From an optimization exercise on the open Yosys and OpenROAD flow, aimed at small area, a short achievable clock period and few clock cycles per item; shortcuts taken in it are not production practice. Where RTL was checked, it was by simulation tests only, not by an equivalence proof against the original. Power and IR drop assume default switching activity.

==> 01-26: inputs <==
## rafter_sweep
module rafter_sweep (
    input  wire         clk,
    input  wire         rst,
    input  wire         in_valid,
    output reg          in_ready,
    input  wire         first_pass,    
    input  wire         present,       
    input  wire [9:0]   p_i,           
    input  wire [15:0]  p_a,           
    input  wire [2:0]   p_h,           
    input  wire [31:0]  p_t,           
    input  wire [9:0]   ipeak,
    input  wire [31:0]  hold,
    input  wire [9:0]   decay,
    input  wire [3:0]   edge_count,    
    input  wire [63:0]  e_d,           
    input  wire [63:0]  e_a,           
    input  wire [63:0]  e_mask,        
    input  wire [87:0]  e_speed,       
    input  wire [79:0]  s_i,           
    input  wire [127:0] s_a,           
    input  wire [23:0]  s_h,           
    output reg          out_valid,
    input  wire         out_ready,
    output wire [9:0]   q_i,
    output wire [15:0]  q_a,
    output wire [2:0]   q_h,
    output wire [31:0]  q_t,
    output wire         refreshed
);
    function automatic gt10(input [9:0] a, input [9:0] b);
        integer i;
        reg     cy;
        begin
            cy = 1'b0;
            for (i = 0; i < 10; i = i + 1)
                cy = (a[i] & ~b[i]) | ((a[i] | ~b[i]) & cy);
            gt10 = cy;
        end
    endfunction
    wire [7:0]  pv_d;
    wire [79:0] c_d;
    genvar g;
    generate
        for (g = 0; g < 8; g = g + 1) begin : edge_p
            wire [7:0]  a    = e_a[g*8 +: 8];
            wire [7:0]  mask = e_mask[g*8 +: 8];
            wire [9:0]  si   = s_i[g*10 +: 10];
            wire [2:0]  sh   = s_h[g*3 +: 3];
  ...
Settings: LEC_CHECK=0, CAP_MARGIN=20, CORE_MARGIN=2, CORE_UTILIZATION=40, CTS_CLUSTER_DIAMETER=200, CTS_CLUSTER_SIZE=20, SLEW_MARGIN=20, SYNTH_HIERARCHICAL=1, SYNTH_MINIMUM_KEEP_SIZE=0; clock period 40.0 ns.
standard.sh (not shown) runs the stock make flow with config.mk's settings and CLKGATE_MAP_FILE= SYNTH_SCRIPT=/design/flow/synth_recipe.tcl, a recipe that flattens the netlist after the stock synthesis.
==> flow/flow/run.sh <==
#!/bin/bash
# The standard layout, with the port buffers made of the platform's
# smallest buffer (buf_1), and timing repair asked to leave 29 ns of setup
# slack at the design's 40 ns clock.
set -euo pipefail
export BUFFER_PORTS_ARGS="-buffer_cell sky130_fd_sc_hd__buf_1"
export SETUP_SLACK_MARGIN=29.0
export TNS_END_PERCENT=100
bash standard.sh > standard.log 2>&1
==> 04-24 (differences from 01-26) <==
--- a/flow/design.v
+++ b/flow/design.v
@@ -37,30 +37,26 @@
                 cy = (a[i] & ~b[i]) | ((a[i] | ~b[i]) & cy);
             gt10 = cy;
         end
     endfunction
     wire [7:0]  pv_d;
     wire [79:0] c_d;
+    wire [87:0] sa_lo_d;
+    wire [7:0]  sa_hi_d;
     genvar g;
     generate
         for (g = 0; g < 8; g = g + 1) begin : edge_p
             wire [7:0]  a    = e_a[g*8 +: 8];
             wire [7:0]  mask = e_mask[g*8 +: 8];
             wire [9:0]  si   = s_i[g*10 +: 10];
             wire [2:0]  sh   = s_h[g*3 +: 3];
             wire [10:0] df   = {1'b0, si} - {3'b000, a};    
-            wire        d_ok;
-            rs_dcmp u_dcmp (
-                .d     (e_d[g*8 +: 8]),
-                .spd   (e_speed[g*11 +: 11]),
-                .sa    (s_a[g*16 +: 11]),
-                .sa_hi (|s_a[g*16+11 +: 5]),
-                .ok    (d_ok)
-            );
-            assign pv_d[g]          = !present && (edge_count > g) && mask[sh] && !df[10] && d_ok;
+            assign pv_d[g]          = !present && (edge_count > g) && mask[sh] && !df[10];
             assign c_d[g*10 +: 10]  = df[9:0];
+            assign sa_lo_d[g*11 +: 11] = s_a[g*16 +: 11];
+            assign sa_hi_d[g]       = |s_a[g*16+11 +: 5];
         end
     endgenerate
     reg         v0;
     reg         r_first_pass, r_present;
     reg [9:0]   r_p_i;
     reg [15:0]  r_p_a;
@@ -68,12 +64,16 @@
     reg [31:0]  r_p_t;
     reg [9:0]   r_ipeak;
     reg [31:0]  r_hold;
     reg [9:0]   r_decay;
     reg [7:0]   r_pv;
     reg [79:0]  r_c;
+    reg [63:0]  r_e_d;
+    reg [87:0]  r_e_speed;
+    reg [87:0]  r_s_a;         
+    reg [7:0]   r_s_a_hi;      
     reg [23:0]  r_s_h;
     always @(posedge clk) begin
         v0           <= !rst && acc;
         r_first_pass <= first_pass;
         r_present    <= present;
         r_p_i        <= p_i;
@@ -82,12 +82,16 @@
         r_p_t        <= p_t;
         r_ipeak      <= ipeak;
         r_hold       <= hold;
         r_decay      <= decay;
         r_pv         <= pv_d;
         r_c          <= c_d;
+        r_e_d        <= e_d;
+        r_e_speed    <= e_speed;
+        r_s_a        <= sa_lo_d;
+        r_s_a_hi     <= sa_hi_d;
         r_s_h        <= s_h;
     end
     wire        inj     = r_first_pass && r_present && (r_p_i < r_ipeak);
     wire        t_zero  = (r_p_t == 32'd0);
     wire        do_dec  = r_first_pass && !r_present && !t_zero;
     wire        do_fade = r_first_pass && !r_present && t_zero;
@@ -98,13 +102,21 @@
     wire [31:0] t0      = r_p_t - {31'd0, do_dec};
     wire [7:0]  v;
     wire [9:0]  c  [0:7];
     wire [2:0]  hh [0:7];
     generate
         for (g = 0; g < 8; g = g + 1) begin : edge_q
-            assign v[g]  = r_pv[g] && (r_c[g*10 +: 10] != 10'd0);
+            wire        d_ok;
+            rs_dcmp u_dcmp (
+                .d   (r_e_d[g*8 +: 8]),
+                .spd (r_e_speed[g*11 +: 11]),
+                .sa  (r_s_a[g*11 +: 11]),
+                .sa_hi (r_s_a_hi[g]),
+                .ok  (d_ok)
+            );
+            assign v[g]  = r_pv[g] && d_ok && (r_c[g*10 +: 10] != 10'd0);
             assign c[g]  = r_c[g*10 +: 10];
             assign hh[g] = r_s_h[g*3 +: 3];
         end
     endgenerate
     wire [3:0] r1, m1v;
     generate
==> flow/flow/run.sh (replaced) <==
#!/bin/bash
# The standard layout, with the port buffers made of the platform's
# smallest buffer (buf_1), and timing repair asked to leave 30.5 ns of setup
# slack at the design's 40 ns clock.
set -euo pipefail
export BUFFER_PORTS_ARGS="-buffer_cell sky130_fd_sc_hd__buf_1"
export SETUP_SLACK_MARGIN=30.7
export TNS_END_PERCENT=100
bash standard.sh > standard.log 2>&1
==> run summary <==
Die height: 01-26 312 um; 04-24 333 um
Multi-input combinational gate total: 01-26 3,085; 04-24 3,121
Post-detail-place hpwl: 01-26 96,000 um; 04-24 106,000 um
Part of the power in registers: 01-26 32.3%; 04-24 36.6%
Avg Vias per Cell: 01-26 5.39; 04-24 5.39
FMAX: 01-26 0.0874 GHz; 04-24 0.106 GHz
DR iter-0 viols: 01-26 2,161; 04-24 2,400
Net switching power: 01-26 859 uW; 04-24 1.08 mW
Met1 usage in global routing: 01-26 32.2%; 04-24 31.2%
Leakage: 01-26 17.5 nW; 04-24 19.5 nW
Via count: 01-26 31,500; 04-24 34,000
Buffers & Inverters on Critical Path: 01-26 1; 04-24 2
Initial antenna violation count: 01-26 31; 04-24 14
Clock network power: 01-26 266 uW; 04-24 428 uW
Placed Instances: 01-26 5,716; 04-24 6,140
Number of buffers added by the clock tree synthesis step: 01-26 24; 04-24 39
Worst skew pair latency: 01-26 0.59 ns; 04-24 0.65 ns
Antenna diode instance count: 01-26 16; 04-24 7
Simple-gate share of the synthesized area: 01-26 16.4%; 04-24 14.4%
Metal3 WL: 01-26 7310 um; 04-24 8360 um
Initial standard-cell utilization of the core: 01-26 40.2%; 04-24 40.4%
Result of the run: 01-26 complete, no violations; 04-24 complete, no violations
Layout Cells excl Fill: 01-26 5,842; 04-24 6,311
Wirelength per Cell: 01-26 20.2 um; 04-24 21.4 um
Testbench counts of 04-24, summed over its fixed seeds: cycles 20,496, items 20,480.
Only the layout flow was run in 01-26; the RTL was not checked for function there.

-- afterwards: timing with drivers on the ports --
In the flow no input, the clock included, has a driving cell. The finished layouts below were timed again as built, in two steps. Step 1, drivers: a clkbuf_16 drives clk and a buf_2 each remaining input, both assumed. Step 2 moves the port delays by t, midway between the first and last clock arrival at a register: inputs arrive t later, outputs are due t later. That takes back most of the time a late clock gives input paths. Slacks: ideal / step 1 / step 2; pairs: ideal / step 1.
run	t (ns)	setup WS [ns]	worst setup path at the end	cell pins on the clock port's net
01-26	0.640	28.552 / 28.542 / 27.902	input to register	1
04-24	0.721	30.584 / 30.576 / 29.855	input to register	1
After both steps every run listed still meets setup and hold. For 04-24, which loses most, drivers alone change the setup slack by -0.008 ns; drivers and shift together by -0.729 ns.
